Background: an optimization exercise with open tools, aiming at small area. Do not read the settings as production practice.
At most, simulation tests tie the RTL to the original design; equivalence was not proved.
No activity file was given, so power comes from the tool's default toggle rates.

== job 101 ==
Design sd_input, start of the top module:
module sd_input (
    input  wire        clk,
    input  wire        rst,
    input  wire        en,
    input  wire        cmp_en,
    input  wire [8:0]  ctl_osr,
    input  wire [5:0]  prot_osr,
    input  wire [7:0]  cmp_cnt,
    input  wire [15:0] thr_hi,
    input  wire [15:0] thr_lo,
    input  wire [14:0] hys,
    input  wire        smp,
    input  wire        d,
    output reg  [23:0] ctl_res,
    output reg  [23:0] prot_res,
    output reg         cmp,
    output reg         stuck,
    output wire        invalid
);
clock: 180.0 ns
lec_check: 0
abc_area: 1
cap_margin: 20
core_margin: 2
core_utilization: 50
place_density: 0.65
slew_margin: 20
synth_memory_max_bits: 100000
run.sh (not shown) runs the stock make flow with config.mk's settings and CLKGATE_MAP_FILE= SYNTH_SCRIPT=/design/flow/synth_recipe.tcl, a recipe that flattens the netlist after the stock synthesis.
## Diff of input files: job 102 against job 101
--- a/flow/config.mk
+++ b/flow/config.mk
@@ -11,0 +12 @@
+export CTS_BUF_LIST = sky130_fd_sc_hd__clkbuf_4 sky130_fd_sc_hd__clkbuf_8
==> comparison <==
[compare] base=job 101 new=job 102: total detailed-routing wirelength grew by 890 µm, power per standard cell area shrank by about 0.6%, buffering overhead held steady.
Relative to job 101, clock share of power decreased by 0.4 points in job 102.
Job 101 → job 102: number of clock buffers inserted by TritonCTS went up by about 60%, met1 track utilization from global routing went up by 0.42 points, overall power consumption went down by 0.58%, final-layout setup total negative slack was more or less identical.

---

main:
Another version of the RTL of sd_input (not shown whole).
Size in the first run: roughly 5100 cells after synthesis, ~0.055 mm2 of cells after synthesis.
Settings: LEC_CHECK=0, ABC_AREA=1, CAP_MARGIN=20, CORE_MARGIN=2, CORE_UTILIZATION=50, CTS_CLUSTER_DIAMETER=120, CTS_CLUSTER_SIZE=20, PLACE_DENSITY=0.65, SLEW_MARGIN=20, SYNTH_MEMORY_MAX_BITS=100000; clock period 180.0 ns.
main | status: complete | timing, DRC, antenna: pass
The following lists how the feature branch was set up differently from main:
--- a/flow/config.mk
+++ b/flow/config.mk
@@ -10,6 +10,7 @@
 export CORE_MARGIN = 2
 export CORE_UTILIZATION = 50
+export CTS_BUF_LIST = sky130_fd_sc_hd__clkbuf_8
 export CTS_CLUSTER_DIAMETER = 120
-export CTS_CLUSTER_SIZE = 20
+export CTS_CLUSTER_SIZE = 16
 export PLACE_DENSITY = 0.65
 export SLEW_MARGIN = 20
Findings:
- Power density normalized to cell area (higher): main
- main → the feature branch: met1 demand-to-capacity share in global routing now sits lower; proportion of layout cells with a drive suffix above 1 now sits higher.
- Measured against each other, the feature branch and main differ in slew at the pin closest to its max-slew limit, the higher figure coming from the feature branch.
- The relative area change from synthesis to final layout in the feature branch sits 0.55 points below the value recorded for main.
- Delta(worst slack on hold paths, the feature branch - main) < 0
- From the feature branch to main, cell area after technology mapping did not move at all.
- Looking only at clock-buffer cell count, and setting everything else aside, the lower value of the feature branch and main goes to main.
- Compared to main, the router laid down more metal wire for the feature branch.
- Relative to main, design area has decreased by 0.51% in the feature branch.
- Cmp the feature branch and main / post-route total power / lower: the feature branch
No run of this note included a check of the RTL's function; only the layout flow was run.

---

the baseline:
sd_input, a different RTL version from the one above (not shown whole).
For scale: ~5100 cells after synthesis, ~1000 flip-flops, about 54000 sq um of cells after synthesis.
Settings: LEC_CHECK=0, ABC_AREA=1, CAP_MARGIN=20, CORE_MARGIN=2, CORE_UTILIZATION=50, CTS_CLUSTER_DIAMETER=120, CTS_CLUSTER_SIZE=20, PLACE_DENSITY=0.65, SLEW_MARGIN=20, SYNTH_MEMORY_MAX_BITS=100000; clock period 180.0 ns.
standard.sh (not shown) runs the stock make flow with config.mk's settings and CLKGATE_MAP_FILE= SYNTH_SCRIPT=/design/flow/synth_recipe.tcl, a recipe that flattens the netlist after the stock synthesis.
==> flow/flow/run.sh <==
#!/bin/bash
# The standard layout (standard.sh), with two changes to what it places:
# the port buffers are the smallest buffer cell, and clock tree synthesis
# adds no dummy loads. Each tool's output goes to standard.log and the
# ORFS logs under orfs/logs.
set -euo pipefail
export BUFFER_PORTS_ARGS="-buffer_cell sky130_fd_sc_hd__buf_1"
export CTS_ARGS="-sink_clustering_enable -repair_clock_nets -sink_clustering_size 12 -sink_clustering_max_diameter 100 -buf_list sky130_fd_sc_hd__clkbuf_8 -dont_use_dummy_load"
bash standard.sh > standard.log 2>&1
The baseline closes out successfully: all stages finished, all timing, DRC and antenna checks passed.
Modified inputs, the candidate compared to the baseline
--- a/flow/flow/run.sh
+++ b/flow/flow/run.sh
@@ -8 +8 @@
-export CTS_ARGS="-sink_clustering_enable -repair_clock_nets -sink_clustering_size 12 -sink_clustering_max_diameter 100 -buf_list sky130_fd_sc_hd__clkbuf_8 -dont_use_dummy_load"
+export CTS_ARGS="-sink_clustering_enable -repair_clock_nets -sink_clustering_size 20 -sink_clustering_max_diameter 120 -dont_use_dummy_load"
Findings:
The candidate was carried through to the last stage, and its layout satisfied the timing, design-rule and antenna checks.
Changes observed in the candidate relative to the baseline: routed length on met2 comparable, data-path buffer share of cell area in the final layout comparable, filler-free cell count of the finished design now smaller, overall power after layout now larger.
There was hardly any difference in multi-input gate area in the final layout between the baseline and the candidate.
On met2 global-route usage, the baseline and the candidate are basically level.
Taking the baseline as the reference point, the clock power of the candidate rises by about 6%.
The candidate against the baseline: portion of total power attributed to combinational logic dropped 0.4 points; post-synthesis instance total barely changed.

---

## oak
sd_input with an RTL version that a note above also has.
Size: about 5,100 cells after synthesis, about 130 I/O pins.
clock: 180.0 ns
lec_check: 0
abc_area: 1
cap_margin: 20
core_margin: 2
core_utilization: 50
cts_cluster_diameter: 150
cts_cluster_size: 24
place_density: 0.65
slew_margin: 20
synth_memory_max_bits: 100000
run.sh (not shown) runs the stock make flow with config.mk's settings and CLKGATE_MAP_FILE= SYNTH_SCRIPT=/design/flow/synth_recipe.tcl, a recipe that flattens the netlist after the stock synthesis.
Stock flow here: none of the scripts above is used.
oak finished end to end and its layout was clean on timing, DRC and antenna.
## Diff of input files: pine against oak
-- flow/config.mk --
<<< oak, line 11
export CORE_UTILIZATION = 50
export CTS_CLUSTER_DIAMETER = 150
export CTS_CLUSTER_SIZE = 24
export PLACE_DENSITY = 0.65
>>> pine, line 11
export CORE_UTILIZATION = 50
export CTS_CLUSTER_DIAMETER = 100
export CTS_CLUSTER_SIZE = 30
export PLACE_DENSITY = 0.65
==> comparison <==
Delta (pine minus oak): wire length of the first global-routing pass essentially unchanged, share of the final layout cell area in multi-input gates essentially unchanged, met3 wire length decreased about 4.5%, register-to-register slack decreased 0.08 ns.
Final cell count: pine vs oak, no meaningful difference
Summary: internal power contribution, pine better than oak
Final core area utilization essentially unchanged between pine and oak.
In terms of areal power density over the cells, pine and oak differ only marginally.
oak -> pine: number of buffers between clock root and the deepest sink delta 0, exact match

---

Setup of JK:
sd_input, a different RTL version from the one above (not shown whole).
For scale: about 4400 cells after synthesis, about 1100 flip-flops, ~130 I/O pins, roughly 52000 um^2 of cells after synthesis.
==> flow/config.mk <==
export PLATFORM = sky130hd
export DESIGN_NAME = sd_input
export DESIGN_NICKNAME = sd_input
export VERILOG_FILES = /design/flow/design.v
export SDC_FILE = /design/flow/constraint.sdc
export NUM_CORES = 4
export LEC_CHECK = 0
export ABC_AREA = 1
export CAP_MARGIN = 20
export CORE_MARGIN = 2
export CORE_UTILIZATION = 50
export CTS_CLUSTER_DIAMETER = 120
export CTS_CLUSTER_SIZE = 20
export PLACE_DENSITY = 0.65
export SLEW_MARGIN = 20
export SYNTH_MEMORY_MAX_BITS = 100000
==> flow/constraint.sdc <==
create_clock -name core_clock -period 180.0 [get_ports {clk}]
set_input_delay 36.0000 -clock core_clock [delete_from_list [all_inputs] [get_ports {clk}]]
set_output_delay 36.0000 -clock core_clock [all_outputs]
set_load 0.01 [all_outputs]
Inputs modified between JK and MS:
==> flow/flow/run.sh (new file) <==
#!/bin/bash
# The standard layout (standard.sh), with two changes to what it places:
# the port buffers are the smallest buffer cell, and clock tree synthesis
# adds no dummy loads. Each tool's output goes to standard.log and the
# ORFS logs under orfs/logs.
set -euo pipefail
export BUFFER_PORTS_ARGS="-buffer_cell sky130_fd_sc_hd__buf_1"
export CTS_ARGS="-sink_clustering_enable -repair_clock_nets -sink_clustering_size 20 -sink_clustering_max_diameter 120 -dont_use_dummy_load"
bash standard.sh > standard.log 2>&1
==> flow/standard.sh (new file) <==
#!/bin/bash
# synth_recipe.tcl (not shown) runs the flow's synth.tcl, then flattens the netlist and writes it again
# the make line also repeats each setting of config.mk as NAME=value (left out here)
make -C /OpenROAD-flow-scripts/flow DESIGN_CONFIG=/design/flow/config.mk WORK_HOME=/design/flow/orfs CLKGATE_MAP_FILE= SYNTH_SCRIPT=/design/flow/synth_recipe.tcl "${@:-finish}"
removed: flow/run.sh
Notes after the runs:
MS vs JK: largest net degree at the start of global routing up slightly. On MS: worst hold slack is 0.037 ns lower than what JK gave. Slew of the pin with the lowest slew margin, JK and MS: larger value in JK.

---

Another version of the RTL of sd_input (not shown whole).
Size in the first run: roughly 4400 cells after synthesis, ~1100 flip-flops, roughly 130 I/O pins, roughly 0.051 mm² of cells after synthesis.
Settings: LEC_CHECK=0, ABC_AREA=1, CAP_MARGIN=20, CORE_MARGIN=2, CORE_UTILIZATION=65, CTS_CLUSTER_DIAMETER=120, CTS_CLUSTER_SIZE=20, PLACE_DENSITY=0.8, SLEW_MARGIN=20, SYNTH_MEMORY_MAX_BITS=100000; clock period 180.0 ns.
standard.sh (not shown) runs the stock make flow with config.mk's settings and CLKGATE_MAP_FILE= SYNTH_SCRIPT=/design/flow/synth_recipe.tcl, a recipe that flattens the netlist after the stock synthesis.
==> flow/flow/run.sh <==
#!/bin/bash
# The standard layout (standard.sh), with two changes to what it places:
# the port buffers are the smallest buffer cell, and clock tree synthesis
# adds no dummy loads. Each tool's output goes to standard.log and the
# ORFS logs under orfs/logs.
set -euo pipefail
export BUFFER_PORTS_ARGS="-buffer_cell sky130_fd_sc_hd__buf_1"
export CTS_ARGS="-sink_clustering_enable -repair_clock_nets -sink_clustering_size 20 -sink_clustering_max_diameter 120 -dont_use_dummy_load"
bash standard.sh > standard.log 2>&1
The first run went through all stages and came out clean.
Edit:
- CORE_UTILIZATION: 65 -> 50
- PLACE_DENSITY: 0.8 -> 0.65
After rerunning: Register-to-register slack improves by 2300 ps; sequential power stays flat; count of clock-buffer cells in the layout is unchanged; synthesized cell count does not change; wire length is lower by 9.5%; cell area is higher by 0.86%; hold slack improves by 6.4 ps; global-route usage is lower by 10 points.

re-timing with driven ports:
The results above use ideal ports. As a check the final layouts listed here were re-extracted and re-timed, cells and wires unchanged. Step 1 sets driving cells, clkbuf_16 on the clock port and buf_2 on the other inputs (assumed; they add their load-dependent delay and slew). Step 2 times the ports against the registers' clock, not the clock port: input delays grow and output delays shrink by t, the midpoint of the rising clock arrivals with the driver on. Three values: no drivers, after step 1, after step 2; two values: the first two.
| run | shift t [ns] | setup WS [ns] | hold slack, ns | clock arrival spread, ns | pins driven straight from the clock port |
|---|---|---|---|---|---|
| job 101 | 0.767 | 94.306 / 94.356 / 93.589 | 0.400 / 0.400 / 0.400 | 0.062 / 0.062 | 1 |
| job 102 | 0.928 | 94.500 / 94.550 / 93.622 | 0.395 / 0.395 / 0.395 | 0.067 / 0.067 | 1 |
| main | 0.754 | 94.530 / 94.576 / 93.823 | 0.415 / 0.415 / 0.415 | 0.055 / 0.055 | 1 |
| the feature branch | 0.838 | 94.685 / 94.725 / 93.888 | 0.409 / 0.409 / 0.409 | 0.073 / 0.073 | 1 |
| the baseline | 0.793 | 95.501 / 95.501 / 94.707 | 0.350 / 0.350 / 0.350 | 0.113 / 0.113 | 1 |
| the candidate | 0.740 | 95.418 / 95.428 / 94.688 | 0.363 / 0.363 / 0.363 | 0.100 / 0.100 | 1 |
| oak | 0.734 | 94.406 / 94.454 / 93.720 | 0.416 / 0.416 / 0.416 | 0.041 / 0.040 | 1 |
| pine | 0.736 | 94.401 / 94.451 / 93.714 | 0.418 / 0.418 / 0.418 | 0.058 / 0.059 | 1 |
| JK | 0.757 | 94.719 / 94.755 / 93.998 | 0.386 / 0.386 / 0.386 | 0.058 / 0.058 | 1 |
| MS | 0.721 | 95.351 / 95.391 / 94.671 | 0.348 / 0.348 / 0.348 | 0.087 / 0.087 | 1 |
| the first run of note 6 | 0.696 | 93.528 / 93.521 / 92.825 | 0.386 / 0.386 / 0.386 | 0.128 / 0.128 | 1 |
| the second run of note 6 | 0.707 | 95.066 / 95.064 / 94.357 | 0.393 / 0.393 / 0.393 | 0.082 / 0.082 | 1 |
After both steps every run listed still meets setup and hold. The setup slack of job 102, which loses most, moves by +0.050 ns with the drivers and by -0.878 ns with both steps.
